Context: an optimization exercise on an open-source flow, tuned for small area, a short achievable clock period and few clock cycles per item. The choices shown serve that exercise and are no tape-out recipe.
The RTL was checked by simulation tests, not by an equivalence proof against the original design.

## flow/design.v (module list and top-level ports; edited modules follow where they fit)
// module wire_model: 281 lines
// module wm_sq16: 324 lines
// module wm_benc16: 29 lines
// module wm_ssdiff: 980 lines
// module wm_bsmul33x16: 874 lines
// module wm_bk32: 153 lines
// module wm_bk17: 80 lines
module wire_model (
    input  wire        clk,
    input  wire        rst,
    input  wire        cfg_we,
    input  wire [3:0]  cfg_ch,
    input  wire [15:0] cfg_k,
    input  wire [15:0] cfg_alpha,
    input  wire [15:0] cfg_tlim,
    input  wire        clr,
    input  wire [3:0]  clr_ch,
    input  wire        s_valid,
    output wire        s_ready,
    input  wire [3:0]  s_ch,
    input  wire [15:0] s_irms,
    input  wire [15:0] s_tref,
    output reg         r_valid,
    output reg  [3:0]  r_ch,
    output wire [31:0] r_dt,
    output reg  [16:0] r_temp,
    output reg         r_warn,
    output reg         r_latch,
    output reg         r_cool,
    output reg         r_trip
);
  // ...
==> flow/flow/run.sh <==
#!/bin/bash
# The standard layout (standard.sh: ORFS synthesis to finish), with one
# change: the port buffers are plain sky130_fd_sc_hd__buf_2 cells instead of
# the delay cell the resizer picks by default. Every port still gets its own
# buffer. make's full output goes to standard.log here; ORFS keeps each
# step's log under orfs/logs/.
set -euo pipefail
export BUFFER_PORTS_ARGS="-buffer_cell sky130_fd_sc_hd__buf_2"
bash standard.sh > standard.log 2>&1
==> flow/standard.sh <==
#!/bin/bash
# synth_recipe.tcl (not shown) runs the flow's synth.tcl, then flattens the netlist and writes it again
# the make line also repeats each setting of config.mk as NAME=value (left out here)
make -C /OpenROAD-flow-scripts/flow DESIGN_CONFIG=/design/flow/config.mk WORK_HOME=/design/flow/orfs CLKGATE_MAP_FILE= SYNTH_SCRIPT=/design/flow/synth_recipe.tcl "${@:-finish}"
==> flow/config.mk <==
export PLATFORM = sky130hd
export DESIGN_NAME = wire_model
export DESIGN_NICKNAME = wire_model
export VERILOG_FILES = /design/flow/design.v
export SDC_FILE = /design/flow/constraint.sdc
export NUM_CORES = 4
export LEC_CHECK = 0
export ABC_AREA = 1
export CAP_MARGIN = 20
export CORE_MARGIN = 2
export CORE_UTILIZATION = 65
export CTS_CLUSTER_DIAMETER = 80
export CTS_CLUSTER_SIZE = 26
export PLACE_DENSITY = 0.72
export SLEW_MARGIN = 20
==> flow/constraint.sdc <==
create_clock -name core_clock -period 33.0 [get_ports {clk}]
set_input_delay 6.6000 -clock core_clock [delete_from_list [all_inputs] [get_ports {clk}]]
set_output_delay 6.6000 -clock core_clock [all_outputs]
set_load 0.01 [all_outputs]
==> results.py, run 1 <==
metrics = {
    "worst_setup_path": {
        "path_delay_family": "flip-flops",
        "worstSetupPathType": "reg -> out",
    },
    "clock_network": {
        "ctsHoldBuffers": 0,
        "clockRootBuffer": "clkbuf_16",
        "clock_latency_ns": 0.76,
        "cts_buffer_depth": 3,
        "cts_tree": "yes",
        "ctsResizeCount": 0,
        "clock-sinks": 1841,
    },
    "synthesis": {
        "synth.distinct_cells": 60,
        "synth_top_family_by_area": "adder cells",
        "yosysWarnings": 5,
        "synth_mux_area_share_pct": 0.0344,
    },
    "cells_and_area": {
        "dominant_cells": "multi-input combinational cells",
        "flops_and_latches": 1841,
        "clkbuf_count": 122,
        "nets": 10527,
        "postLayoutCellArea_sq_um": 91900,
    },
    "timing": {
        "rsz0062_at_grt": "false",
        "fin_crit_ns": 7.84,
        "drv_slew": 0,
        "setup_viol": 0,
        "fin_tns_setup_ns": 0,
    },
    "floorplan": {
        "rows": 134,
        "well_tap_count": 1768,
        "core_sq_um": 133000,
        "initial_core_util_pct": 65.4,
        "die-area_sq_um": 137000,
    },
    "status": {
        "status": "no timing/DRC/antenna violations",
    },
    "placed_design": {
        "dp_slack_ns": 25.32,
    },
    "grt": {
        "grt_max_degree": 98,
    },
}
Testbench counts, summed over its fixed seeds: cycles 16,424, samples 16,384.
==> module wm_ssdiff, before the edit <==
module wm_ssdiff (input wire [31:0] x, input wire [26:0] e, input wire [31:0] dt, output wire [32:0] diff);
    wire t1 = (((e[1] & x[0]) | (e[2] & 1'b0)) ^ e[0]);
    wire t2 = (((e[1] & x[1]) | (e[2] & x[0])) ^ e[0]);
    wire t3 = (((e[1] & x[2]) | (e[2] & x[1])) ^ e[0]);
    wire t4 = (((e[1] & x[3]) | (e[2] & x[2])) ^ e[0]);
    wire t5 = (((e[1] & x[4]) | (e[2] & x[3])) ^ e[0]);
    wire t6 = (((e[1] & x[5]) | (e[2] & x[4])) ^ e[0]);
    wire t7 = (((e[1] & x[6]) | (e[2] & x[5])) ^ e[0]);
    wire t8 = (((e[1] & x[7]) | (e[2] & x[6])) ^ e[0]);
    wire t9 = (((e[1] & x[8]) | (e[2] & x[7])) ^ e[0]);
    wire t10 = (((e[1] & x[9]) | (e[2] & x[8])) ^ e[0]);
    wire t11 = (((e[1] & x[10]) | (e[2] & x[9])) ^ e[0]);
    wire t12 = (((e[1] & x[11]) | (e[2] & x[10])) ^ e[0]);
    wire t13 = (((e[1] & x[12]) | (e[2] & x[11])) ^ e[0]);
    wire t14 = (((e[1] & x[13]) | (e[2] & x[12])) ^ e[0]);
    wire t15 = (((e[1] & x[14]) | (e[2] & x[13])) ^ e[0]);
    wire t16 = (((e[1] & x[15]) | (e[2] & x[14])) ^ e[0]);
    wire t17 = (((e[1] & x[16]) | (e[2] & x[15])) ^ e[0]);
    wire t18 = (((e[1] & x[17]) | (e[2] & x[16])) ^ e[0]);
    wire t19 = (((e[1] & x[18]) | (e[2] & x[17])) ^ e[0]);
    wire t20 = (((e[1] & x[19]) | (e[2] & x[18])) ^ e[0]);
    wire t21 = (((e[1] & x[20]) | (e[2] & x[19])) ^ e[0]);
    wire t22 = (((e[1] & x[21]) | (e[2] & x[20])) ^ e[0]);
    wire t23 = (((e[1] & x[22]) | (e[2] & x[21])) ^ e[0]);
    wire t24 = (((e[1] & x[23]) | (e[2] & x[22])) ^ e[0]);
    wire t25 = (((e[1] & x[24]) | (e[2] & x[23])) ^ e[0]);
    wire t26 = (((e[1] & x[25]) | (e[2] & x[24])) ^ e[0]);
    wire t27 = (((e[1] & x[26]) | (e[2] & x[25])) ^ e[0]);
    wire t28 = (((e[1] & x[27]) | (e[2] & x[26])) ^ e[0]);
    wire t29 = (((e[1] & x[28]) | (e[2] & x[27])) ^ e[0]);
    wire t30 = (((e[1] & x[29]) | (e[2] & x[28])) ^ e[0]);
    wire t31 = (((e[1] & x[30]) | (e[2] & x[29])) ^ e[0]);
    wire t32 = (((e[1] & x[31]) | (e[2] & x[30])) ^ e[0]);
    wire t33 = (((e[1] & 1'b0) | (e[2] & x[31])) ^ e[0]);
    wire t34 = ~(((e[1] & 1'b0) | (e[2] & 1'b0)) ^ e[0]);
    wire t35 = e[0];
    wire t36 = (((e[4] & x[0]) | (e[5] & 1'b0)) ^ e[3]);
    wire t37 = (((e[4] & x[1]) | (e[5] & x[0])) ^ e[3]);
    wire t38 = (((e[4] & x[2]) | (e[5] & x[1])) ^ e[3]);
    wire t39 = (((e[4] & x[3]) | (e[5] & x[2])) ^ e[3]);
    wire t40 = (((e[4] & x[4]) | (e[5] & x[3])) ^ e[3]);
    wire t41 = (((e[4] & x[5]) | (e[5] & x[4])) ^ e[3]);
    wire t42 = (((e[4] & x[6]) | (e[5] & x[5])) ^ e[3]);
    wire t43 = (((e[4] & x[7]) | (e[5] & x[6])) ^ e[3]);
    wire t44 = (((e[4] & x[8]) | (e[5] & x[7])) ^ e[3]);
    wire t45 = (((e[4] & x[9]) | (e[5] & x[8])) ^ e[3]);
    wire t46 = (((e[4] & x[10]) | (e[5] & x[9])) ^ e[3]);
    wire t47 = (((e[4] & x[11]) | (e[5] & x[10])) ^ e[3]);
    wire t48 = (((e[4] & x[12]) | (e[5] & x[11])) ^ e[3]);
    wire t49 = (((e[4] & x[13]) | (e[5] & x[12])) ^ e[3]);
    wire t50 = (((e[4] & x[14]) | (e[5] & x[13])) ^ e[3]);
    wire t51 = (((e[4] & x[15]) | (e[5] & x[14])) ^ e[3]);
    wire t52 = (((e[4] & x[16]) | (e[5] & x[15])) ^ e[3]);
    wire t53 = (((e[4] & x[17]) | (e[5] & x[16])) ^ e[3]);
    wire t54 = (((e[4] & x[18]) | (e[5] & x[17])) ^ e[3]);
    wire t55 = (((e[4] & x[19]) | (e[5] & x[18])) ^ e[3]);
    wire t56 = (((e[4] & x[20]) | (e[5] & x[19])) ^ e[3]);
    wire t57 = (((e[4] & x[21]) | (e[5] & x[20])) ^ e[3]);
    wire t58 = (((e[4] & x[22]) | (e[5] & x[21])) ^ e[3]);
    wire t59 = (((e[4] & x[23]) | (e[5] & x[22])) ^ e[3]);
    wire t60 = (((e[4] & x[24]) | (e[5] & x[23])) ^ e[3]);
    wire t61 = (((e[4] & x[25]) | (e[5] & x[24])) ^ e[3]);
    wire t62 = (((e[4] & x[26]) | (e[5] & x[25])) ^ e[3]);
    wire t63 = (((e[4] & x[27]) | (e[5] & x[26])) ^ e[3]);
    wire t64 = (((e[4] & x[28]) | (e[5] & x[27])) ^ e[3]);
    wire t65 = (((e[4] & x[29]) | (e[5] & x[28])) ^ e[3]);
    wire t66 = (((e[4] & x[30]) | (e[5] & x[29])) ^ e[3]);
    wire t67 = (((e[4] & x[31]) | (e[5] & x[30])) ^ e[3]);
    wire t68 = (((e[4] & 1'b0) | (e[5] & x[31])) ^ e[3]);
    wire t69 = ~(((e[4] & 1'b0) | (e[5] & 1'b0)) ^ e[3]);
    wire t70 = e[3];
    wire t71 = (((e[7] & x[0]) | (e[8] & 1'b0)) ^ e[6]);
    wire t72 = (((e[7] & x[1]) | (e[8] & x[0])) ^ e[6]);
    wire t73 = (((e[7] & x[2]) | (e[8] & x[1])) ^ e[6]);
    wire t74 = (((e[7] & x[3]) | (e[8] & x[2])) ^ e[6]);
    wire t75 = (((e[7] & x[4]) | (e[8] & x[3])) ^ e[6]);
    wire t76 = (((e[7] & x[5]) | (e[8] & x[4])) ^ e[6]);
    wire t77 = (((e[7] & x[6]) | (e[8] & x[5])) ^ e[6]);
    wire t78 = (((e[7] & x[7]) | (e[8] & x[6])) ^ e[6]);
    wire t79 = (((e[7] & x[8]) | (e[8] & x[7])) ^ e[6]);
    wire t80 = (((e[7] & x[9]) | (e[8] & x[8])) ^ e[6]);
    wire t81 = (((e[7] & x[10]) | (e[8] & x[9])) ^ e[6]);
    wire t82 = (((e[7] & x[11]) | (e[8] & x[10])) ^ e[6]);
    wire t83 = (((e[7] & x[12]) | (e[8] & x[11])) ^ e[6]);
    wire t84 = (((e[7] & x[13]) | (e[8] & x[12])) ^ e[6]);
    wire t85 = (((e[7] & x[14]) | (e[8] & x[13])) ^ e[6]);
    wire t86 = (((e[7] & x[15]) | (e[8] & x[14])) ^ e[6]);
    wire t87 = (((e[7] & x[16]) | (e[8] & x[15])) ^ e[6]);
    wire t88 = (((e[7] & x[17]) | (e[8] & x[16])) ^ e[6]);
    wire t89 = (((e[7] & x[18]) | (e[8] & x[17])) ^ e[6]);
    wire t90 = (((e[7] & x[19]) | (e[8] & x[18])) ^ e[6]);
    wire t91 = (((e[7] & x[20]) | (e[8] & x[19])) ^ e[6]);
    wire t92 = (((e[7] & x[21]) | (e[8] & x[20])) ^ e[6]);
    wire t93 = (((e[7] & x[22]) | (e[8] & x[21])) ^ e[6]);
    wire t94 = (((e[7] & x[23]) | (e[8] & x[22])) ^ e[6]);
    wire t95 = (((e[7] & x[24]) | (e[8] & x[23])) ^ e[6]);
    wire t96 = (((e[7] & x[25]) | (e[8] & x[24])) ^ e[6]);
    wire t97 = (((e[7] & x[26]) | (e[8] & x[25])) ^ e[6]);
    wire t98 = (((e[7] & x[27]) | (e[8] & x[26])) ^ e[6]);
    wire t99 = (((e[7] & x[28]) | (e[8] & x[27])) ^ e[6]);
    wire t100 = (((e[7] & x[29]) | (e[8] & x[28])) ^ e[6]);
    wire t101 = (((e[7] & x[30]) | (e[8] & x[29])) ^ e[6]);
    wire t102 = (((e[7] & x[31]) | (e[8] & x[30])) ^ e[6]);
    wire t103 = (((e[7] & 1'b0) | (e[8] & x[31])) ^ e[6]);
    wire t104 = ~(((e[7] & 1'b0) | (e[8] & 1'b0)) ^ e[6]);
    wire t105 = e[6];
    wire t106 = (((e[10] & x[0]) | (e[11] & 1'b0)) ^ e[9]);
    wire t107 = (((e[10] & x[1]) | (e[11] & x[0])) ^ e[9]);
    wire t108 = (((e[10] & x[2]) | (e[11] & x[1])) ^ e[9]);
    wire t109 = (((e[10] & x[3]) | (e[11] & x[2])) ^ e[9]);
    wire t110 = (((e[10] & x[4]) | (e[11] & x[3])) ^ e[9]);
    wire t111 = (((e[10] & x[5]) | (e[11] & x[4])) ^ e[9]);
    wire t112 = (((e[10] & x[6]) | (e[11] & x[5])) ^ e[9]);
    wire t113 = (((e[10] & x[7]) | (e[11] & x[6])) ^ e[9]);
    wire t114 = (((e[10] & x[8]) | (e[11] & x[7])) ^ e[9]);
    wire t115 = (((e[10] & x[9]) | (e[11] & x[8])) ^ e[9]);
    wire t116 = (((e[10] & x[10]) | (e[11] & x[9])) ^ e[9]);
    wire t117 = (((e[10] & x[11]) | (e[11] & x[10])) ^ e[9]);
    wire t118 = (((e[10] & x[12]) | (e[11] & x[11])) ^ e[9]);
    wire t119 = (((e[10] & x[13]) | (e[11] & x[12])) ^ e[9]);
    wire t120 = (((e[10] & x[14]) | (e[11] & x[13])) ^ e[9]);
    wire t121 = (((e[10] & x[15]) | (e[11] & x[14])) ^ e[9]);
    wire t122 = (((e[10] & x[16]) | (e[11] & x[15])) ^ e[9]);
    wire t123 = (((e[10] & x[17]) | (e[11] & x[16])) ^ e[9]);
    wire t124 = (((e[10] & x[18]) | (e[11] & x[17])) ^ e[9]);
    wire t125 = (((e[10] & x[19]) | (e[11] & x[18])) ^ e[9]);
    wire t126 = (((e[10] & x[20]) | (e[11] & x[19])) ^ e[9]);
    wire t127 = (((e[10] & x[21]) | (e[11] & x[20])) ^ e[9]);
    wire t128 = (((e[10] & x[22]) | (e[11] & x[21])) ^ e[9]);
    wire t129 = (((e[10] & x[23]) | (e[11] & x[22])) ^ e[9]);
    wire t130 = (((e[10] & x[24]) | (e[11] & x[23])) ^ e[9]);
    wire t131 = (((e[10] & x[25]) | (e[11] & x[24])) ^ e[9]);
    wire t132 = (((e[10] & x[26]) | (e[11] & x[25])) ^ e[9]);
    wire t133 = (((e[10] & x[27]) | (e[11] & x[26])) ^ e[9]);
    wire t134 = (((e[10] & x[28]) | (e[11] & x[27])) ^ e[9]);
    wire t135 = (((e[10] & x[29]) | (e[11] & x[28])) ^ e[9]);
    wire t136 = (((e[10] & x[30]) | (e[11] & x[29])) ^ e[9]);
    wire t137 = (((e[10] & x[31]) | (e[11] & x[30])) ^ e[9]);
    wire t138 = (((e[10] & 1'b0) | (e[11] & x[31])) ^ e[9]);
    wire t139 = ~(((e[10] & 1'b0) | (e[11] & 1'b0)) ^ e[9]);
    wire t140 = e[9];
    wire t141 = (((e[13] & x[0]) | (e[14] & 1'b0)) ^ e[12]);
    wire t142 = (((e[13] & x[1]) | (e[14] & x[0])) ^ e[12]);
    wire t143 = (((e[13] & x[2]) | (e[14] & x[1])) ^ e[12]);
    wire t144 = (((e[13] & x[3]) | (e[14] & x[2])) ^ e[12]);
    wire t145 = (((e[13] & x[4]) | (e[14] & x[3])) ^ e[12]);
    wire t146 = (((e[13] & x[5]) | (e[14] & x[4])) ^ e[12]);
    wire t147 = (((e[13] & x[6]) | (e[14] & x[5])) ^ e[12]);
    wire t148 = (((e[13] & x[7]) | (e[14] & x[6])) ^ e[12]);
    wire t149 = (((e[13] & x[8]) | (e[14] & x[7])) ^ e[12]);
    wire t150 = (((e[13] & x[9]) | (e[14] & x[8])) ^ e[12]);
    wire t151 = (((e[13] & x[10]) | (e[14] & x[9])) ^ e[12]);
    wire t152 = (((e[13] & x[11]) | (e[14] & x[10])) ^ e[12]);
    wire t153 = (((e[13] & x[12]) | (e[14] & x[11])) ^ e[12]);
    wire t154 = (((e[13] & x[13]) | (e[14] & x[12])) ^ e[12]);
    wire t155 = (((e[13] & x[14]) | (e[14] & x[13])) ^ e[12]);
    wire t156 = (((e[13] & x[15]) | (e[14] & x[14])) ^ e[12]);
    wire t157 = (((e[13] & x[16]) | (e[14] & x[15])) ^ e[12]);
    wire t158 = (((e[13] & x[17]) | (e[14] & x[16])) ^ e[12]);
    wire t159 = (((e[13] & x[18]) | (e[14] & x[17])) ^ e[12]);
    wire t160 = (((e[13] & x[19]) | (e[14] & x[18])) ^ e[12]);
    wire t161 = (((e[13] & x[20]) | (e[14] & x[19])) ^ e[12]);
    wire t162 = (((e[13] & x[21]) | (e[14] & x[20])) ^ e[12]);
    wire t163 = (((e[13] & x[22]) | (e[14] & x[21])) ^ e[12]);
    wire t164 = (((e[13] & x[23]) | (e[14] & x[22])) ^ e[12]);
    wire t165 = (((e[13] & x[24]) | (e[14] & x[23])) ^ e[12]);
    wire t166 = (((e[13] & x[25]) | (e[14] & x[24])) ^ e[12]);
    wire t167 = (((e[13] & x[26]) | (e[14] & x[25])) ^ e[12]);
    wire t168 = (((e[13] & x[27]) | (e[14] & x[26])) ^ e[12]);
    wire t169 = (((e[13] & x[28]) | (e[14] & x[27])) ^ e[12]);
    wire t170 = (((e[13] & x[29]) | (e[14] & x[28])) ^ e[12]);
    wire t171 = (((e[13] & x[30]) | (e[14] & x[29])) ^ e[12]);
    wire t172 = (((e[13] & x[31]) | (e[14] & x[30])) ^ e[12]);
    wire t173 = (((e[13] & 1'b0) | (e[14] & x[31])) ^ e[12]);
    wire t174 = ~(((e[13] & 1'b0) | (e[14] & 1'b0)) ^ e[12]);
    wire t175 = e[12];
    wire t176 = (((e[16] & x[0]) | (e[17] & 1'b0)) ^ e[15]);
    wire t177 = (((e[16] & x[1]) | (e[17] & x[0])) ^ e[15]);
    wire t178 = (((e[16] & x[2]) | (e[17] & x[1])) ^ e[15]);
    wire t179 = (((e[16] & x[3]) | (e[17] & x[2])) ^ e[15]);
    wire t180 = (((e[16] & x[4]) | (e[17] & x[3])) ^ e[15]);
    wire t181 = (((e[16] & x[5]) | (e[17] & x[4])) ^ e[15]);
    wire t182 = (((e[16] & x[6]) | (e[17] & x[5])) ^ e[15]);
    wire t183 = (((e[16] & x[7]) | (e[17] & x[6])) ^ e[15]);
    wire t184 = (((e[16] & x[8]) | (e[17] & x[7])) ^ e[15]);
    wire t185 = (((e[16] & x[9]) | (e[17] & x[8])) ^ e[15]);
    wire t186 = (((e[16] & x[10]) | (e[17] & x[9])) ^ e[15]);
    wire t187 = (((e[16] & x[11]) | (e[17] & x[10])) ^ e[15]);
    wire t188 = (((e[16] & x[12]) | (e[17] & x[11])) ^ e[15]);
    wire t189 = (((e[16] & x[13]) | (e[17] & x[12])) ^ e[15]);
    wire t190 = (((e[16] & x[14]) | (e[17] & x[13])) ^ e[15]);
    wire t191 = (((e[16] & x[15]) | (e[17] & x[14])) ^ e[15]);
    wire t192 = (((e[16] & x[16]) | (e[17] & x[15])) ^ e[15]);
    wire t193 = (((e[16] & x[17]) | (e[17] & x[16])) ^ e[15]);
    wire t194 = (((e[16] & x[18]) | (e[17] & x[17])) ^ e[15]);
    wire t195 = (((e[16] & x[19]) | (e[17] & x[18])) ^ e[15]);
    wire t196 = (((e[16] & x[20]) | (e[17] & x[19])) ^ e[15]);
    wire t197 = (((e[16] & x[21]) | (e[17] & x[20])) ^ e[15]);
    wire t198 = (((e[16] & x[22]) | (e[17] & x[21])) ^ e[15]);
    wire t199 = (((e[16] & x[23]) | (e[17] & x[22])) ^ e[15]);
    wire t200 = (((e[16] & x[24]) | (e[17] & x[23])) ^ e[15]);
    wire t201 = (((e[16] & x[25]) | (e[17] & x[24])) ^ e[15]);
    wire t202 = (((e[16] & x[26]) | (e[17] & x[25])) ^ e[15]);
    wire t203 = (((e[16] & x[27]) | (e[17] & x[26])) ^ e[15]);
    wire t204 = (((e[16] & x[28]) | (e[17] & x[27])) ^ e[15]);
    wire t205 = (((e[16] & x[29]) | (e[17] & x[28])) ^ e[15]);
    wire t206 = (((e[16] & x[30]) | (e[17] & x[29])) ^ e[15]);
    wire t207 = (((e[16] & x[31]) | (e[17] & x[30])) ^ e[15]);
    wire t208 = (((e[16] & 1'b0) | (e[17] & x[31])) ^ e[15]);
    wire t209 = ~(((e[16] & 1'b0) | (e[17] & 1'b0)) ^ e[15]);
    wire t210 = e[15];
    wire t211 = (((e[19] & x[0]) | (e[20] & 1'b0)) ^ e[18]);
    wire t212 = (((e[19] & x[1]) | (e[20] & x[0])) ^ e[18]);
    wire t213 = (((e[19] & x[2]) | (e[20] & x[1])) ^ e[18]);
    wire t214 = (((e[19] & x[3]) | (e[20] & x[2])) ^ e[18]);
    wire t215 = (((e[19] & x[4]) | (e[20] & x[3])) ^ e[18]);
    wire t216 = (((e[19] & x[5]) | (e[20] & x[4])) ^ e[18]);
    wire t217 = (((e[19] & x[6]) | (e[20] & x[5])) ^ e[18]);
    wire t218 = (((e[19] & x[7]) | (e[20] & x[6])) ^ e[18]);
    wire t219 = (((e[19] & x[8]) | (e[20] & x[7])) ^ e[18]);
    wire t220 = (((e[19] & x[9]) | (e[20] & x[8])) ^ e[18]);
    wire t221 = (((e[19] & x[10]) | (e[20] & x[9])) ^ e[18]);
    wire t222 = (((e[19] & x[11]) | (e[20] & x[10])) ^ e[18]);
    wire t223 = (((e[19] & x[12]) | (e[20] & x[11])) ^ e[18]);
    wire t224 = (((e[19] & x[13]) | (e[20] & x[12])) ^ e[18]);
    wire t225 = (((e[19] & x[14]) | (e[20] & x[13])) ^ e[18]);
    wire t226 = (((e[19] & x[15]) | (e[20] & x[14])) ^ e[18]);
    wire t227 = (((e[19] & x[16]) | (e[20] & x[15])) ^ e[18]);
    wire t228 = (((e[19] & x[17]) | (e[20] & x[16])) ^ e[18]);
    wire t229 = (((e[19] & x[18]) | (e[20] & x[17])) ^ e[18]);
    wire t230 = (((e[19] & x[19]) | (e[20] & x[18])) ^ e[18]);
    wire t231 = (((e[19] & x[20]) | (e[20] & x[19])) ^ e[18]);
    wire t232 = (((e[19] & x[21]) | (e[20] & x[20])) ^ e[18]);
    wire t233 = (((e[19] & x[22]) | (e[20] & x[21])) ^ e[18]);
    wire t234 = (((e[19] & x[23]) | (e[20] & x[22])) ^ e[18]);
    wire t235 = (((e[19] & x[24]) | (e[20] & x[23])) ^ e[18]);
    wire t236 = (((e[19] & x[25]) | (e[20] & x[24])) ^ e[18]);
    wire t237 = (((e[19] & x[26]) | (e[20] & x[25])) ^ e[18]);
    wire t238 = (((e[19] & x[27]) | (e[20] & x[26])) ^ e[18]);
    wire t239 = (((e[19] & x[28]) | (e[20] & x[27])) ^ e[18]);
    wire t240 = (((e[19] & x[29]) | (e[20] & x[28])) ^ e[18]);
    wire t241 = (((e[19] & x[30]) | (e[20] & x[29])) ^ e[18]);
    wire t242 = (((e[19] & x[31]) | (e[20] & x[30])) ^ e[18]);
    wire t243 = (((e[19] & 1'b0) | (e[20] & x[31])) ^ e[18]);
    wire t244 = ~(((e[19] & 1'b0) | (e[20] & 1'b0)) ^ e[18]);
    wire t245 = e[18];
    wire t246 = (((e[22] & x[0]) | (e[23] & 1'b0)) ^ e[21]);
    wire t247 = (((e[22] & x[1]) | (e[23] & x[0])) ^ e[21]);
    wire t248 = (((e[22] & x[2]) | (e[23] & x[1])) ^ e[21]);
    wire t249 = (((e[22] & x[3]) | (e[23] & x[2])) ^ e[21]);
    wire t250 = (((e[22] & x[4]) | (e[23] & x[3])) ^ e[21]);
    wire t251 = (((e[22] & x[5]) | (e[23] & x[4])) ^ e[21]);
    wire t252 = (((e[22] & x[6]) | (e[23] & x[5])) ^ e[21]);
    wire t253 = (((e[22] & x[7]) | (e[23] & x[6])) ^ e[21]);
    wire t254 = (((e[22] & x[8]) | (e[23] & x[7])) ^ e[21]);
    wire t255 = (((e[22] & x[9]) | (e[23] & x[8])) ^ e[21]);
    wire t256 = (((e[22] & x[10]) | (e[23] & x[9])) ^ e[21]);
    wire t257 = (((e[22] & x[11]) | (e[23] & x[10])) ^ e[21]);
    wire t258 = (((e[22] & x[12]) | (e[23] & x[11])) ^ e[21]);
    wire t259 = (((e[22] & x[13]) | (e[23] & x[12])) ^ e[21]);
    wire t260 = (((e[22] & x[14]) | (e[23] & x[13])) ^ e[21]);
    wire t261 = (((e[22] & x[15]) | (e[23] & x[14])) ^ e[21]);
    wire t262 = (((e[22] & x[16]) | (e[23] & x[15])) ^ e[21]);
    wire t263 = (((e[22] & x[17]) | (e[23] & x[16])) ^ e[21]);
    wire t264 = (((e[22] & x[18]) | (e[23] & x[17])) ^ e[21]);
    wire t265 = (((e[22] & x[19]) | (e[23] & x[18])) ^ e[21]);
    wire t266 = (((e[22] & x[20]) | (e[23] & x[19])) ^ e[21]);
    wire t267 = (((e[22] & x[21]) | (e[23] & x[20])) ^ e[21]);
    wire t268 = (((e[22] & x[22]) | (e[23] & x[21])) ^ e[21]);
    wire t269 = (((e[22] & x[23]) | (e[23] & x[22])) ^ e[21]);
    wire t270 = (((e[22] & x[24]) | (e[23] & x[23])) ^ e[21]);
    wire t271 = (((e[22] & x[25]) | (e[23] & x[24])) ^ e[21]);
    wire t272 = (((e[22] & x[26]) | (e[23] & x[25])) ^ e[21]);
    wire t273 = (((e[22] & x[27]) | (e[23] & x[26])) ^ e[21]);
    wire t274 = (((e[22] & x[28]) | (e[23] & x[27])) ^ e[21]);
    wire t275 = (((e[22] & x[29]) | (e[23] & x[28])) ^ e[21]);
    wire t276 = (((e[22] & x[30]) | (e[23] & x[29])) ^ e[21]);
    wire t277 = (((e[22] & x[31]) | (e[23] & x[30])) ^ e[21]);
    wire t278 = (((e[22] & 1'b0) | (e[23] & x[31])) ^ e[21]);
    wire t279 = ~(((e[22] & 1'b0) | (e[23] & 1'b0)) ^ e[21]);
    wire t280 = e[21];
    wire t281 = (((e[25] & x[0]) | (e[26] & 1'b0)) ^ e[24]);
    wire t282 = (((e[25] & x[1]) | (e[26] & x[0])) ^ e[24]);
    wire t283 = (((e[25] & x[2]) | (e[26] & x[1])) ^ e[24]);
    wire t284 = (((e[25] & x[3]) | (e[26] & x[2])) ^ e[24]);
    wire t285 = (((e[25] & x[4]) | (e[26] & x[3])) ^ e[24]);
    wire t286 = (((e[25] & x[5]) | (e[26] & x[4])) ^ e[24]);
    wire t287 = (((e[25] & x[6]) | (e[26] & x[5])) ^ e[24]);
    wire t288 = (((e[25] & x[7]) | (e[26] & x[6])) ^ e[24]);
    wire t289 = (((e[25] & x[8]) | (e[26] & x[7])) ^ e[24]);
    wire t290 = (((e[25] & x[9]) | (e[26] & x[8])) ^ e[24]);
    wire t291 = (((e[25] & x[10]) | (e[26] & x[9])) ^ e[24]);
    wire t292 = (((e[25] & x[11]) | (e[26] & x[10])) ^ e[24]);
    wire t293 = (((e[25] & x[12]) | (e[26] & x[11])) ^ e[24]);
    wire t294 = (((e[25] & x[13]) | (e[26] & x[12])) ^ e[24]);
    wire t295 = (((e[25] & x[14]) | (e[26] & x[13])) ^ e[24]);
    wire t296 = (((e[25] & x[15]) | (e[26] & x[14])) ^ e[24]);
    wire t297 = (((e[25] & x[16]) | (e[26] & x[15])) ^ e[24]);
    wire t298 = (((e[25] & x[17]) | (e[26] & x[16])) ^ e[24]);
    wire t299 = (((e[25] & x[18]) | (e[26] & x[17])) ^ e[24]);
    wire t300 = (((e[25] & x[19]) | (e[26] & x[18])) ^ e[24]);
    wire t301 = (((e[25] & x[20]) | (e[26] & x[19])) ^ e[24]);
    wire t302 = (((e[25] & x[21]) | (e[26] & x[20])) ^ e[24]);
    wire t303 = (((e[25] & x[22]) | (e[26] & x[21])) ^ e[24]);
    wire t304 = (((e[25] & x[23]) | (e[26] & x[22])) ^ e[24]);
    wire t305 = (((e[25] & x[24]) | (e[26] & x[23])) ^ e[24]);
    wire t306 = (((e[25] & x[25]) | (e[26] & x[24])) ^ e[24]);
    wire t307 = (((e[25] & x[26]) | (e[26] & x[25])) ^ e[24]);
    wire t308 = (((e[25] & x[27]) | (e[26] & x[26])) ^ e[24]);
    wire t309 = (((e[25] & x[28]) | (e[26] & x[27])) ^ e[24]);
    wire t310 = (((e[25] & x[29]) | (e[26] & x[28])) ^ e[24]);
    wire t311 = (((e[25] & x[30]) | (e[26] & x[29])) ^ e[24]);
    wire t312 = (((e[25] & x[31]) | (e[26] & x[30])) ^ e[24]);
    wire t313 = e[24];
    wire t314, t315;
    assign {t315, t314} = t17 + t50;
    wire t316, t317;
    assign {t317, t316} = t18 + t51;
    wire t318, t319;
    assign {t319, t318} = t19 + t52;
    wire t320, t321;
    assign {t321, t320} = t20 + t53;
    wire t322, t323;
    assign {t323, t322} = t21 + t54;
    wire t324, t325;
    assign {t325, t324} = t22 + t55;
    wire t326, t327;
    assign {t327, t326} = t23 + t56;
    wire t328, t329;
    assign {t329, t328} = t24 + t57;
    wire t330, t331;
    assign {t331, t330} = t25 + t58;
    wire t332, t333;
    assign {t333, t332} = t26 + t59;
    wire t334, t335;
    assign {t335, t334} = t27 + t60;
    wire t336, t337;
    assign {t337, t336} = t28 + t61;
    wire t338, t339;
    assign {t339, t338} = t29 + t62;
    wire t340, t341;
    assign {t341, t340} = t30 + t63;
    wire t342, t343;
    assign {t343, t342} = t31 + t64;
    wire t344, t345;
    assign {t345, t344} = t32 + t65;
    wire t346, t347;
    assign {t347, t346} = t33 + t66;
    wire t348, t349;
    assign {t349, t348} = t34 + t67 + t100;
    wire t350, t351;
    assign {t351, t350} = t68 + t101;
    wire t352, t353;
    assign {t353, t352} = t11 + t44;
    wire t354, t355;
    assign {t355, t354} = t12 + t45;
    wire t356, t357;
    assign {t357, t356} = t13 + t46 + t79;
    wire t358, t359;
    assign {t359, t358} = t112 + t145;
    wire t360, t361;
    assign {t361, t360} = t14 + t47 + t80;
    wire t362, t363;
    assign {t363, t362} = t113 + t146;
    wire t364, t365;
    assign {t365, t364} = t15 + t48 + t81;
    wire t366, t367;
    assign {t367, t366} = t114 + t147 + t180;
    wire t368, t369;
    assign {t369, t368} = t213 + t246;
    wire t370, t371;
    assign {t371, t370} = t16 + t49 + t82;
    wire t372, t373;
    assign {t373, t372} = t115 + t148 + t181;
    wire t374, t375;
    assign {t375, t374} = t214 + t247;
    wire t376, t377;
    assign {t377, t376} = t83 + t116 + t149;
    wire t378, t379;
    assign {t379, t378} = t182 + t215 + t248;
    wire t380, t381;
    assign {t381, t380} = t281 + t313 + t314;
    wire t382, t383;
    assign {t383, t382} = t84 + t117 + t150;
    wire t384, t385;
    assign {t385, t384} = t183 + t216 + t249;
    wire t386, t387;
    assign {t387, t386} = t282 + t316 + t315;
    wire t388, t389;
    assign {t389, t388} = t85 + t118 + t151;
    wire t390, t391;
    assign {t391, t390} = t184 + t217 + t250;
    wire t392, t393;
    assign {t393, t392} = t283 + t318 + t317;
    wire t394, t395;
    assign {t395, t394} = t86 + t119 + t152;
    wire t396, t397;
    assign {t397, t396} = t185 + t218 + t251;
    wire t398, t399;
    assign {t399, t398} = t284 + t320 + t319;
    wire t400, t401;
    assign {t401, t400} = t87 + t120 + t153;
    wire t402, t403;
    assign {t403, t402} = t186 + t219 + t252;
    wire t404, t405;
    assign {t405, t404} = t285 + t322 + t321;
    wire t406, t407;
    assign {t407, t406} = t88 + t121 + t154;
    wire t408, t409;
    assign {t409, t408} = t187 + t220 + t253;
    wire t410, t411;
    assign {t411, t410} = t286 + t324 + t323;
    wire t412, t413;
    assign {t413, t412} = t89 + t122 + t155;
    wire t414, t415;
    assign {t415, t414} = t188 + t221 + t254;
    wire t416, t417;
    assign {t417, t416} = t287 + t326 + t325;
    wire t418, t419;
    assign {t419, t418} = t90 + t123 + t156;
    wire t420, t421;
    assign {t421, t420} = t189 + t222 + t255;
    wire t422, t423;
    assign {t423, t422} = t288 + t328 + t327;
    wire t424, t425;
    assign {t425, t424} = t91 + t124 + t157;
    wire t426, t427;
    assign {t427, t426} = t190 + t223 + t256;
    wire t428, t429;
    assign {t429, t428} = t289 + t330 + t329;
    wire t430, t431;
    assign {t431, t430} = t92 + t125 + t158;
    wire t432, t433;
    assign {t433, t432} = t191 + t224 + t257;
    wire t434, t435;
    assign {t435, t434} = t290 + t332 + t331;
    wire t436, t437;
    assign {t437, t436} = t93 + t126 + t159;
    wire t438, t439;
    assign {t439, t438} = t192 + t225 + t258;
    wire t440, t441;
    assign {t441, t440} = t291 + t334 + t333;
    wire t442, t443;
    assign {t443, t442} = t94 + t127 + t160;
    wire t444, t445;
    assign {t445, t444} = t193 + t226 + t259;
    wire t446, t447;
    assign {t447, t446} = t292 + t336 + t335;
    wire t448, t449;
    assign {t449, t448} = t95 + t128 + t161;
    wire t450, t451;
    assign {t451, t450} = t194 + t227 + t260;
    wire t452, t453;
    assign {t453, t452} = t293 + t338 + t337;
    wire t454, t455;
    assign {t455, t454} = t96 + t129 + t162;
    wire t456, t457;
    assign {t457, t456} = t195 + t228 + t261;
    wire t458, t459;
    assign {t459, t458} = t294 + t340 + t339;
    wire t460, t461;
    assign {t461, t460} = t97 + t130 + t163;
    wire t462, t463;
    assign {t463, t462} = t196 + t229 + t262;
    wire t464, t465;
    assign {t465, t464} = t295 + t342 + t341;
    wire t466, t467;
    assign {t467, t466} = t98 + t131 + t164;
    wire t468, t469;
    assign {t469, t468} = t197 + t230 + t263;
    wire t470, t471;
    assign {t471, t470} = t296 + t344 + t343;
    wire t472, t473;
    assign {t473, t472} = t99 + t132 + t165;
    wire t474, t475;
    assign {t475, t474} = t198 + t231 + t264;
    wire t476, t477;
    assign {t477, t476} = t297 + t346 + t345;
    wire t478, t479;
    assign {t479, t478} = t133 + t166 + t199;
    wire t480, t481;
    assign {t481, t480} = t232 + t265 + t298;
    wire t482, t483;
    assign {t483, t482} = 1'b1 + t348 + t347;
    wire t484, t485;
    assign {t485, t484} = t134 + t167 + t200;
    wire t486, t487;
    assign {t487, t486} = t233 + t266 + t299;
    wire t488, t489;
    assign {t489, t488} = 1'b1 + t350 + t349;
    wire t490, t491;
    assign {t491, t490} = t69 + t102 + t135;
    wire t492, t493;
    assign {t493, t492} = t168 + t201 + t234;
    wire t494, t495;
    assign {t495, t494} = t267 + t300 + t351;
    wire t496, t497;
    assign {t497, t496} = t103 + t136 + t169;
    wire t498, t499;
    assign {t499, t498} = t202 + t235 + t268;
    wire t500, t501;
    assign {t501, t500} = t301 + 1'b1;
    wire t502, t503;
    assign {t503, t502} = t104 + t137 + t170;
    wire t504, t505;
    assign {t505, t504} = t203 + t236 + t269;
    wire t506, t507;
    assign {t507, t506} = t138 + t171 + t204;
    wire t508, t509;
    assign {t509, t508} = t237 + t270;
    wire t510, t511;
    assign {t511, t510} = t139 + t172 + t205;
    wire t512, t513;
    assign {t513, t512} = t173 + t206;
    wire t514, t515;
    assign {t515, t514} = t7 + t40;
    wire t516, t517;
    assign {t517, t516} = t8 + t41;
    wire t518, t519;
    assign {t519, t518} = t9 + t42 + t75;
    wire t520, t521;
    assign {t521, t520} = t108 + t141;
    wire t522, t523;
    assign {t523, t522} = t10 + t43 + t76;
    wire t524, t525;
    assign {t525, t524} = t109 + t142;
    wire t526, t527;
    assign {t527, t526} = t77 + t110 + t143;
    wire t528, t529;
    assign {t529, t528} = t176 + t210 + t352;
    wire t530, t531;
    assign {t531, t530} = t78 + t111 + t144;
    wire t532, t533;
    assign {t533, t532} = t177 + t354 + t353;
    wire t534, t535;
    assign {t535, t534} = t178 + t211 + t245;
    wire t536, t537;
    assign {t537, t536} = t356 + t358 + t355;
    wire t538, t539;
    assign {t539, t538} = t179 + t212 + t360;
    wire t540, t541;
    assign {t541, t540} = t362 + t357 + t359;
    wire t542, t543;
    assign {t543, t542} = t280 + t364 + t366;
    wire t544, t545;
    assign {t545, t544} = t368 + t361 + t363;
    wire t546, t547;
    assign {t547, t546} = t370 + t372 + t374;
    wire t548, t549;
    assign {t549, t548} = t365 + t367 + t369;
    wire t550, t551;
    assign {t551, t550} = t376 + t378 + t380;
    wire t552, t553;
    assign {t553, t552} = t371 + t373 + t375;
    wire t554, t555;
    assign {t555, t554} = t382 + t384 + t386;
    wire t556, t557;
    assign {t557, t556} = t377 + t379 + t381;
    wire t558, t559;
    assign {t559, t558} = t388 + t390 + t392;
    wire t560, t561;
    assign {t561, t560} = t383 + t385 + t387;
    wire t562, t563;
    assign {t563, t562} = t394 + t396 + t398;
    wire t564, t565;
    assign {t565, t564} = t389 + t391 + t393;
    wire t566, t567;
    assign {t567, t566} = t400 + t402 + t404;
    wire t568, t569;
    assign {t569, t568} = t395 + t397 + t399;
    wire t570, t571;
    assign {t571, t570} = t406 + t408 + t410;
    wire t572, t573;
    assign {t573, t572} = t401 + t403 + t405;
    wire t574, t575;
    assign {t575, t574} = t412 + t414 + t416;
    wire t576, t577;
    assign {t577, t576} = t407 + t409 + t411;
    wire t578, t579;
    assign {t579, t578} = t418 + t420 + t422;
    wire t580, t581;
    assign {t581, t580} = t413 + t415 + t417;
    wire t582, t583;
    assign {t583, t582} = t424 + t426 + t428;
    wire t584, t585;
    assign {t585, t584} = t419 + t421 + t423;
    wire t586, t587;
    assign {t587, t586} = t430 + t432 + t434;
    wire t588, t589;
    assign {t589, t588} = t425 + t427 + t429;
    wire t590, t591;
    assign {t591, t590} = t436 + t438 + t440;
    wire t592, t593;
    assign {t593, t592} = t431 + t433 + t435;
    wire t594, t595;
    assign {t595, t594} = t442 + t444 + t446;
    wire t596, t597;
    assign {t597, t596} = t437 + t439 + t441;
    wire t598, t599;
    assign {t599, t598} = t448 + t450 + t452;
    wire t600, t601;
    assign {t601, t600} = t443 + t445 + t447;
    wire t602, t603;
    assign {t603, t602} = t454 + t456 + t458;
    wire t604, t605;
    assign {t605, t604} = t449 + t451 + t453;
    wire t606, t607;
    assign {t607, t606} = t460 + t462 + t464;
    wire t608, t609;
    assign {t609, t608} = t455 + t457 + t459;
    wire t610, t611;
    assign {t611, t610} = t466 + t468 + t470;
    wire t612, t613;
    assign {t613, t612} = t461 + t463 + t465;
    wire t614, t615;
    assign {t615, t614} = t472 + t474 + t476;
    wire t616, t617;
    assign {t617, t616} = t467 + t469 + t471;
    wire t618, t619;
    assign {t619, t618} = t478 + t480 + t482;
    wire t620, t621;
    assign {t621, t620} = t473 + t475 + t477;
    wire t622, t623;
    assign {t623, t622} = t484 + t486 + t488;
    wire t624, t625;
    assign {t625, t624} = t479 + t481 + t483;
    wire t626, t627;
    assign {t627, t626} = t490 + t492 + t494;
    wire t628, t629;
    assign {t629, t628} = t485 + t487 + t489;
    wire t630, t631;
    assign {t631, t630} = t496 + t498 + t500;
    wire t632, t633;
    assign {t633, t632} = t491 + t493 + t495;
    wire t634, t635;
    assign {t635, t634} = t302 + t502 + t504;
    wire t636, t637;
    assign {t637, t636} = t497 + t499 + t501;
    wire t638, t639;
    assign {t639, t638} = t303 + 1'b1 + t506;
    wire t640, t641;
    assign {t641, t640} = t508 + t503 + t505;
    wire t642, t643;
    assign {t643, t642} = t238 + t271 + t304;
    wire t644, t645;
    assign {t645, t644} = t510 + t507 + t509;
    wire t646, t647;
    assign {t647, t646} = t239 + t272 + t305;
    wire t648, t649;
    assign {t649, t648} = 1'b1 + t512 + t511;
    wire t650, t651;
    assign {t651, t650} = t174 + t207 + t240;
    wire t652, t653;
    assign {t653, t652} = t273 + t306 + t513;
    wire t654, t655;
    assign {t655, t654} = t208 + t241 + t274;
    wire t656, t657;
    assign {t657, t656} = t307 + 1'b1;
    wire t658, t659;
    assign {t659, t658} = t209 + t242 + t275;
    wire t660, t661;
    assign {t661, t660} = t243 + t276;
    wire t662, t663;
    assign {t663, t662} = t5 + t38;
    wire t664, t665;
    assign {t665, t664} = t6 + t39;
    wire t666, t667;
    assign {t667, t666} = t73 + t106 + t140;
    wire t668, t669;
    assign {t669, t668} = t74 + t107 + t516;
    wire t670, t671;
    assign {t671, t670} = t175 + t518 + t520;
    wire t672, t673;
    assign {t673, t672} = t522 + t524 + t519;
    wire t674, t675;
    assign {t675, t674} = t526 + t528 + t523;
    wire t676, t677;
    assign {t677, t676} = t530 + t532 + t527;
    wire t678, t679;
    assign {t679, t678} = t534 + t536 + t531;
    wire t680, t681;
    assign {t681, t680} = t538 + t540 + t535;
    wire t682, t683;
    assign {t683, t682} = t542 + t544 + t539;
    wire t684, t685;
    assign {t685, t684} = t546 + t548 + t543;
    wire t686, t687;
    assign {t687, t686} = t550 + t552 + t547;
    wire t688, t689;
    assign {t689, t688} = t554 + t556 + t551;
    wire t690, t691;
    assign {t691, t690} = t558 + t560 + t555;
    wire t692, t693;
    assign {t693, t692} = t562 + t564 + t559;
    wire t694, t695;
    assign {t695, t694} = t566 + t568 + t563;
    wire t696, t697;
    assign {t697, t696} = t570 + t572 + t567;
    wire t698, t699;
    assign {t699, t698} = t574 + t576 + t571;
    wire t700, t701;
    assign {t701, t700} = t578 + t580 + t575;
    wire t702, t703;
    assign {t703, t702} = t582 + t584 + t579;
    wire t704, t705;
    assign {t705, t704} = t586 + t588 + t583;
    wire t706, t707;
    assign {t707, t706} = t590 + t592 + t587;
    wire t708, t709;
    assign {t709, t708} = t594 + t596 + t591;
    wire t710, t711;
    assign {t711, t710} = t598 + t600 + t595;
    wire t712, t713;
    assign {t713, t712} = t602 + t604 + t599;
    wire t714, t715;
    assign {t715, t714} = t606 + t608 + t603;
    wire t716, t717;
    assign {t717, t716} = t610 + t612 + t607;
    wire t718, t719;
    assign {t719, t718} = t614 + t616 + t611;
    wire t720, t721;
    assign {t721, t720} = t618 + t620 + t615;
    wire t722, t723;
    assign {t723, t722} = t622 + t624 + t619;
    wire t724, t725;
    assign {t725, t724} = t626 + t628 + t623;
    wire t726, t727;
    assign {t727, t726} = t630 + t632 + t627;
    wire t728, t729;
    assign {t729, t728} = t634 + t636 + t631;
    wire t730, t731;
    assign {t731, t730} = t638 + t640 + t635;
    wire t732, t733;
    assign {t733, t732} = t642 + t644 + t639;
    wire t734, t735;
    assign {t735, t734} = t646 + t648 + t643;
    wire t736, t737;
    assign {t737, t736} = t650 + t652 + t647;
    wire t738, t739;
    assign {t739, t738} = t654 + t656 + t651;
    wire t740, t741;
    assign {t741, t740} = t308 + t658 + t655;
    wire t742, t743;
    assign {t743, t742} = t309 + 1'b1 + t660;
    wire t744, t745;
    assign {t745, t744} = t244 + t277 + t310;
    wire t746, t747;
    assign {t747, t746} = t278 + t311;
    wire t748, t749;
    assign {t749, t748} = t3 + t36;
    wire t750, t751;
    assign {t751, t750} = t4 + t37;
    wire t752, t753;
    assign {t753, t752} = t71 + t105 + t662;
    wire t754, t755;
    assign {t755, t754} = t72 + t664 + t663;
    wire t756, t757;
    assign {t757, t756} = t514 + t666 + t665;
    wire t758, t759;
    assign {t759, t758} = t515 + t668 + t667;
    wire t760, t761;
    assign {t761, t760} = t517 + t670 + t669;
    wire t762, t763;
    assign {t763, t762} = t521 + t672 + t671;
    wire t764, t765;
    assign {t765, t764} = t525 + t674 + t673;
    wire t766, t767;
    assign {t767, t766} = t529 + t676 + t675;
    wire t768, t769;
    assign {t769, t768} = t533 + t678 + t677;
    wire t770, t771;
    assign {t771, t770} = t537 + t680 + t679;
    wire t772, t773;
    assign {t773, t772} = t541 + t682 + t681;
    wire t774, t775;
    assign {t775, t774} = t545 + t684 + t683;
    wire t776, t777;
    assign {t777, t776} = t549 + t686 + t685;
    wire t778, t779;
    assign {t779, t778} = t553 + t688 + t687;
    wire t780, t781;
    assign {t781, t780} = t557 + t690 + t689;
    wire t782, t783;
    assign {t783, t782} = t561 + t692 + t691;
    wire t784, t785;
    assign {t785, t784} = t565 + t694 + t693;
    wire t786, t787;
    assign {t787, t786} = t569 + t696 + t695;
    wire t788, t789;
    assign {t789, t788} = t573 + t698 + t697;
    wire t790, t791;
    assign {t791, t790} = t577 + t700 + t699;
    wire t792, t793;
    assign {t793, t792} = t581 + t702 + t701;
    wire t794, t795;
    assign {t795, t794} = t585 + t704 + t703;
    wire t796, t797;
    assign {t797, t796} = t589 + t706 + t705;
    wire t798, t799;
    assign {t799, t798} = t593 + t708 + t707;
    wire t800, t801;
    assign {t801, t800} = t597 + t710 + t709;
    wire t802, t803;
    assign {t803, t802} = t601 + t712 + t711;
    wire t804, t805;
    assign {t805, t804} = t605 + t714 + t713;
    wire t806, t807;
    assign {t807, t806} = t609 + t716 + t715;
    wire t808, t809;
    assign {t809, t808} = t613 + t718 + t717;
    wire t810, t811;
    assign {t811, t810} = t617 + t720 + t719;
    wire t812, t813;
    assign {t813, t812} = t621 + t722 + t721;
    wire t814, t815;
    assign {t815, t814} = t625 + t724 + t723;
    wire t816, t817;
    assign {t817, t816} = t629 + t726 + t725;
    wire t818, t819;
    assign {t819, t818} = t633 + t728 + t727;
    wire t820, t821;
    assign {t821, t820} = t637 + t730 + t729;
    wire t822, t823;
    assign {t823, t822} = t641 + t732 + t731;
    wire t824, t825;
    assign {t825, t824} = t645 + t734 + t733;
    wire t826, t827;
    assign {t827, t826} = t649 + t736 + t735;
    wire t828, t829;
    assign {t829, t828} = t653 + t738 + t737;
    wire t830, t831;
    assign {t831, t830} = t657 + t740 + t739;
    wire t832, t833;
    assign {t833, t832} = t659 + t742 + t741;
    wire t834, t835;
    assign {t835, t834} = t661 + t744 + t743;
    wire t836, t837;
    assign {t837, t836} = 1'b1 + t746 + t745;
    wire t838, t839;
    assign {t839, t838} = t279 + t312 + t747;
    wire [47:0] ra = {t838, t836, t834, t832, t830, t828, t826, t824, t822, t820, t818, t816, t814, t812, t810, t808, t806, t804, t802, t800, t798, t796, t794, t792, t790, t788, t786, t784, t782, t780, t778, t776, t774, t772, t770, t768, t766, t764, t762, t760, t758, t756, t754, t752, t750, t70, t2, t1};
    wire [47:0] rb = {t837, t835, t833, t831, t829, t827, t825, t823, t821, t819, t817, t815, t813, t811, t809, t807, t805, t803, t801, t799, t797, t795, t793, t791, t789, t787, t785, t783, t781, t779, t777, t775, t773, t771, t769, t767, t765, t763, t761, t759, t757, t755, t753, t751, t749, t748, 1'b0, t35};
    wire [47:0] raw = ra + rb;
    wire sat = |raw[47:38];
    wire c38 = raw[38] ^ ra[38] ^ rb[38];
    wire [31:0] ndt = ~dt;
    wire [38:0] uu;
    wire t1000840, t1000841;
    assign {t1000841, t1000840} = ra[6] + rb[6];
    wire t1000842, t1000843;
    assign {t1000843, t1000842} = ra[7] + rb[7];
    wire t1000844, t1000845;
    assign {t1000845, t1000844} = ra[8] + rb[8];
    wire t1000846, t1000847;
    assign {t1000847, t1000846} = ra[9] + rb[9];
    wire t1000848, t1000849;
    assign {t1000849, t1000848} = ra[10] + rb[10];
    wire t1000850, t1000851;
    assign {t1000851, t1000850} = ra[11] + rb[11];
    wire t1000852, t1000853;
    assign {t1000853, t1000852} = ra[12] + rb[12];
    wire t1000854, t1000855;
    assign {t1000855, t1000854} = ra[13] + rb[13];
    wire t1000856, t1000857;
    assign {t1000857, t1000856} = ra[14] + rb[14];
    wire t1000858, t1000859;
    assign {t1000859, t1000858} = ra[15] + rb[15];
    wire t1000860, t1000861;
    assign {t1000861, t1000860} = ra[16] + rb[16];
    wire t1000862, t1000863;
    assign {t1000863, t1000862} = ra[17] + rb[17];
    wire t1000864, t1000865;
    assign {t1000865, t1000864} = ra[18] + rb[18];
    wire t1000866, t1000867;
    assign {t1000867, t1000866} = ra[19] + rb[19];
    wire t1000868, t1000869;
    assign {t1000869, t1000868} = ra[20] + rb[20];
    wire t1000870, t1000871;
    assign {t1000871, t1000870} = ra[21] + rb[21];
    wire t1000872, t1000873;
    assign {t1000873, t1000872} = ra[22] + rb[22];
    wire t1000874, t1000875;
    assign {t1000875, t1000874} = ra[23] + rb[23];
    wire t1000876, t1000877;
    assign {t1000877, t1000876} = ra[24] + rb[24];
    wire t1000878, t1000879;
    assign {t1000879, t1000878} = ra[25] + rb[25];
    wire t1000880, t1000881;
    assign {t1000881, t1000880} = ra[26] + rb[26];
    wire t1000882, t1000883;
    assign {t1000883, t1000882} = ra[27] + rb[27];
    wire t1000884, t1000885;
    assign {t1000885, t1000884} = ra[28] + rb[28];
    wire t1000886, t1000887;
    assign {t1000887, t1000886} = ra[29] + rb[29];
    wire t1000888, t1000889;
    assign {t1000889, t1000888} = ra[30] + rb[30];
    wire t1000890, t1000891;
    assign {t1000891, t1000890} = ra[31] + rb[31];
    wire t1000892, t1000893;
    assign {t1000893, t1000892} = ra[32] + rb[32];
    wire t1000894, t1000895;
    assign {t1000895, t1000894} = ra[33] + rb[33];
    wire t1000896, t1000897;
    assign {t1000897, t1000896} = ra[34] + rb[34];
    wire t1000898, t1000899;
    assign {t1000899, t1000898} = ra[35] + rb[35];
    wire t1000900, t1000901;
    assign {t1000901, t1000900} = ra[36] + rb[36];
    wire t1000902, t1000903;
    assign {t1000903, t1000902} = ra[37] + rb[37];
    wire t1000904, t1000905;
    assign {t1000905, t1000904} = ndt[0] + 1'b1;
    wire t1000906, t1000907;
    assign {t1000907, t1000906} = ndt[1] + t1000842 + t1000841;
    wire t1000908, t1000909;
    assign {t1000909, t1000908} = ndt[2] + t1000844 + t1000843;
    wire t1000910, t1000911;
    assign {t1000911, t1000910} = ndt[3] + t1000846 + t1000845;
    wire t1000912, t1000913;
    assign {t1000913, t1000912} = ndt[4] + t1000848 + t1000847;
    wire t1000914, t1000915;
    assign {t1000915, t1000914} = ndt[5] + t1000850 + t1000849;
    wire t1000916, t1000917;
    assign {t1000917, t1000916} = ndt[6] + t1000852 + t1000851;
    wire t1000918, t1000919;
    assign {t1000919, t1000918} = ndt[7] + t1000854 + t1000853;
    wire t1000920, t1000921;
    assign {t1000921, t1000920} = ndt[8] + t1000856 + t1000855;
    wire t1000922, t1000923;
    assign {t1000923, t1000922} = ndt[9] + t1000858 + t1000857;
    wire t1000924, t1000925;
    assign {t1000925, t1000924} = ndt[10] + t1000860 + t1000859;
    wire t1000926, t1000927;
    assign {t1000927, t1000926} = ndt[11] + t1000862 + t1000861;
    wire t1000928, t1000929;
    assign {t1000929, t1000928} = ndt[12] + t1000864 + t1000863;
    wire t1000930, t1000931;
    assign {t1000931, t1000930} = ndt[13] + t1000866 + t1000865;
    wire t1000932, t1000933;
    assign {t1000933, t1000932} = ndt[14] + t1000868 + t1000867;
    wire t1000934, t1000935;
    assign {t1000935, t1000934} = ndt[15] + t1000870 + t1000869;
    wire t1000936, t1000937;
    assign {t1000937, t1000936} = ndt[16] + t1000872 + t1000871;
    wire t1000938, t1000939;
    assign {t1000939, t1000938} = ndt[17] + t1000874 + t1000873;
    wire t1000940, t1000941;
    assign {t1000941, t1000940} = ndt[18] + t1000876 + t1000875;
    wire t1000942, t1000943;
    assign {t1000943, t1000942} = ndt[19] + t1000878 + t1000877;
    wire t1000944, t1000945;
    assign {t1000945, t1000944} = ndt[20] + t1000880 + t1000879;
    wire t1000946, t1000947;
    assign {t1000947, t1000946} = ndt[21] + t1000882 + t1000881;
    wire t1000948, t1000949;
    assign {t1000949, t1000948} = ndt[22] + t1000884 + t1000883;
    wire t1000950, t1000951;
    assign {t1000951, t1000950} = ndt[23] + t1000886 + t1000885;
    wire t1000952, t1000953;
    assign {t1000953, t1000952} = ndt[24] + t1000888 + t1000887;
    wire t1000954, t1000955;
    assign {t1000955, t1000954} = ndt[25] + t1000890 + t1000889;
    wire t1000956, t1000957;
    assign {t1000957, t1000956} = ndt[26] + t1000892 + t1000891;
    wire t1000958, t1000959;
    assign {t1000959, t1000958} = ndt[27] + t1000894 + t1000893;
    wire t1000960, t1000961;
    assign {t1000961, t1000960} = ndt[28] + t1000896 + t1000895;
    wire t1000962, t1000963;
    assign {t1000963, t1000962} = ndt[29] + t1000898 + t1000897;
    wire t1000964, t1000965;
    assign {t1000965, t1000964} = ndt[30] + t1000900 + t1000899;
    wire t1000966, t1000967;
    assign {t1000967, t1000966} = ndt[31] + t1000902 + t1000901;
    wire [38:0] ua = {t1000903, t1000966, t1000964, t1000962, t1000960, t1000958, t1000956, t1000954, t1000952, t1000950, t1000948, t1000946, t1000944, t1000942, t1000940, t1000938, t1000936, t1000934, t1000932, t1000930, t1000928, t1000926, t1000924, t1000922, t1000920, t1000918, t1000916, t1000914, t1000912, t1000910, t1000908, t1000906, t1000840, ra[5], ra[4], ra[3], ra[2], ra[1], ra[0]};
    wire [38:0] ub = {t1000967, t1000965, t1000963, t1000961, t1000959, t1000957, t1000955, t1000953, t1000951, t1000949, t1000947, t1000945, t1000943, t1000941, t1000939, t1000937, t1000935, t1000933, t1000931, t1000929, t1000927, t1000925, t1000923, t1000921, t1000919, t1000917, t1000915, t1000913, t1000911, t1000909, t1000907, t1000905, t1000904, rb[5], rb[4], rb[3], rb[2], rb[1], rb[0]};
    assign uu = ua + ub;
    assign diff = sat ? {1'b0, ndt} : {~(uu[38] ^ c38), uu[37:6]};
endmodule
==> run 2, diff against run 1 <==
--- a/flow/design.v
+++ b/flow/design.v
@@ -1476,5 +1476,7 @@
     wire [47:0] rb = {t837, t835, t833, t831, t829, t827, t825, t823, t821, t819, t817, t815, t813, t811, t809, t807, t805, t803, t801, t799, t797, t795, t793, t791, t789, t787, t785, t783, t781, t779, t777, t775, t773, t771, t769, t767, t765, t763, t761, t759, t757, t755, t753, t751, t749, t748, 1'b0, t35};
-    wire [47:0] raw = ra + rb;
-    wire sat = |raw[47:38];
-    wire c38 = raw[38] ^ ra[38] ^ rb[38];
+    wire [38:0] low = {1'b0, ra[37:0]} + {1'b0, rb[37:0]};
+    wire c38 = low[38];
+    wire [9:0] hp = ra[47:38] ^ rb[47:38];
+    wire [9:0] hk = {ra[46:38] | rb[46:38], c38};
+    wire sat = |(hp ^ hk);
     wire [31:0] ndt = ~dt;
==> results.py, run 2 <==
metrics = {
    "timing": {
        "tightest_slew_ns": 1.12,
        "fin_crit_ns": 7.84,
        "rsz0062_at_grt": "false",
        "setup_viol": 0,
        "fin_tns_setup_ns": 0,
        "drv_slew": 0,
        "period_share_pct": 23.7,
        "fin_skew_ns": 0.0597,
        "slew_headroom_pct": 24.3,
        "fmax_mhz": 128,
        "finalHoldViolCount": 0,
    },
    "floorplan": {
        "ioPinCount": 156,
        "initial_core_util_pct": 65.4,
        "die-area_sq_um": 135000,
        "rows": 133,
        "die_h_um": 367,
        "fp.dieW_um": 367,
        "core_sq_um": 131000,
    },
    "clock_network": {
        "clkSlewWorstSetupHoldPaths_ns": 0.09,
        "clockRootBuffer": "clkbuf_16",
        "ctsResizeCount": 0,
        "cts_buffer_depth": 3,
        "cts_buffers": 94,
        "ctsHoldBuffers": 0,
        "clock_latency_ns": 0.77,
        "cts_tree": "yes",
        "clock-sinks": 1841,
        "post-cts-setup-buffers": 0,
        "htree_num_levels": 3,
    },
    "synthesis": {
        "synth_area_per_cell_sq_um": 9.20,
        "synth-simple-area-share_pct": 10.2,
        "synth_edf_count": 88,
        "synthArstFlopShare_pct": 0,
        "ys_seq_area_share_pct": 43.9,
        "synth_compound_area_share_pct": 12.3,
        "synth_top_cells_by_count": "1753 x dfxtp_1, 1648 x nand2_1, 1289 x inv_1",
        "synth_most_common_cell": "dfxtp_1",
        "syn_area_sq_um": 85900,
        "yosysWarnings": 5,
        "synthesis.nets": 10347,
        "synth_ff_type": "dfxtp_1",
        "synthAdderAreaFrac_pct": 18.4,
        "synth_top_family_by_area": "adder cells",
        "synth_cells": 9332,
        "synth_mux_area_share_pct": 0.0233,
        "synth.area.top_cells": "dfxtp_1 41%, fa_1 13%, nand2_1 7.2%",
        "synth.distinct_cells": 59,
        "ys_ff_latch": 1841,
        "synth_top_area_share_pct": 40.9,
        "synth_largest_area_cell": "dfxtp_1",
        "synth-xor-area-share_pct": 6.73,
    },
    "worst_setup_path": {
        "required_ns": 26.40,
        "path_delay_family": "flip-flops",
        "worstSetupPathType": "reg -> out",
        "cp.buffers_inverters": 1,
        "path_max_fanout": 2,
        "worst_setup_path_end_kind": "primary output",
        "cp_slowest_cell": "dfxtp_1",
        "cpPeakStageDelay_ns": 0.34,
        "crit_path_start_kind": "flip-flop",
        "critPathArrivalTime_ns": 1.24,
        "path_cells": "buf_2",
    },
    "grt": {
        "grt_pass1_wl_um": 345000,
        "antenna_found_initial": 1,
        "grt_max_degree": 98,
        "grt_pass1_vias": 61025,
        "grt_busiest_layer": "met2",
        "met2_usage_pct": 51.2,
        "grt.overflow.total": 0,
        "grt_use_met3_pct": 6.28,
        "use_met1_pct": 44.1,
        "gr-usage-all-layers_pct": 32.7,
    },
    "routing": {
        "wl_per_cell_um": 20.3,
        "viasPerCell": 5.68,
        "drt-initial-drc-count": 6291,
        "drc_errors": 0,
        "drt-total-wl_um": 223000,
        "antenna_left": 0,
        "dr.pass1.iters": 6,
        "via_count": 62212,
    },
    "cells_and_area": {
        "fill_cells": 10454,
        "final_cell_mix": "1749 x dfxtp_1, 1637 x nand2_1, 1287 x inv_1",
        "multi_input_area_sq_um": 41200,
        "seq_area_sq_um": 37700,
        "fin_cells": 10944,
        "final_common_cell": "dfxtp_1",
        "synthToLayoutAreaGrowth_pct": 5.20,
        "max_flop_register": "rd",
        "nets": 10143,
        "largest_reg_flops": 512,
        "drive_gt1_share_pct": 4.46,
        "n_antenna_cell": 0,
    },
    "placed_design": {
        "hpwl_um": 154000,
        "gp_congestion": 1.02,
        "port_buffers": 155,
        "placed_cells_incl_taps": 10785,
    },
    "status": {
        "status": "no timing/DRC/antenna violations",
    },
    "job": {
        "cap_violations": 0,
    },
    "hold_path": {
        "hold_path.class": "reg -> reg",
    },
}
[run 2: cell types whose count changed after synthesis, moves of 29 or more]
cell / delta
nand3_1: -47
buf_2: -31
nand2_1: -145
a21oi_1: -29
nor2_1: -80
o21ai_0: -33
inv_1: -43
[run 2: cells by family (layout without fill, tap and decap cells)]
logic type	count (synthesis)	count (layout)
AND/OR/NAND/NOR	2199	2199
AO/OA/AOI/OAI	1886	1886
flip-flops	1841	1841
buffers and inverters	1826	1683
adder cells (fa/ha/maj)	918	918
XOR/XNOR	660	660
multiplexers	2	2
[run 2: routing by layer]
metal  routed length (um)  up-vias
li1                     -    29262
met1                93600    29887
met2                99600     2487
met3                17900      576
met4                11400        0
met5                    0        -
[run 2: cell type report]
| cell class | count | area share (%) |
|---|---|---|
| clock buffer | 128 | 2.75 |
| clock inverter | 29 | 0.579 |
| tap | 1755 | 2.43 |
| sequential | 1841 | 41.8 |
| inverter | 1310 | 5.45 |
| multi-input combinational | 5665 | 45.6 |
| timing repair buffer | 216 | 1.41 |
[run 2: final timing paths]
kind	cells after the start	slack, ns	from	to
max	1	25.16	rdy	s_ready
min	0	0.31	c_margin[5]	e_margin[5]
max reg2reg	24	25.56	c_alpha[7]	e_step[19]
min reg2reg	0	0.31	c_margin[5]	e_margin[5]
[run 2: metrics by stage]
stage	cell area (sq um)	utilization [%]	hold slack [ns]	setup WS, ns
4_1_cts	90200	68.7	0.310	25.12
3_3_place_gp	87100	66.4	0.310	25.28
6_report	90300	68.8	0.312	25.16
5_1_grt	90300	68.8	0.303	25.10
2_1_floorplan	85900	-	0.310	25.61
3_5_place_dp	87100	66.4	0.312	25.32
Testbench counts of run 2, summed over its fixed seeds: cycles 16,424, samples 16,384.

[afterwards: timing with drivers on the ports]
Ports are ideal in the flow. The routed layouts listed here were re-timed in OpenROAD.
Step 1, drivers: a clkbuf_16 drives clk and a buf_2 each remaining input, both assumed.
Step 2 also shifts input and output timing later by t, the mid clock arrival at the registers, as if the neighbouring blocks saw the same clock.
Slacks: ideal / step 1 / step 2; pairs: ideal / step 1.
run | t (ns) | setup slack, ns | slew at the worst register clock pin (ns) | worst slew at a driven data input, ns | pins driven straight from the clock port
run 1 | 0.807 | 25.156 / 25.079 / 25.159 | 0.11 / 0.11 | 0.05 | 1
run 2 | 0.827 | 25.165 / 25.079 / 25.327 | 0.10 / 0.10 | 0.05 | 1
After both steps setup and hold are still met in every run listed.
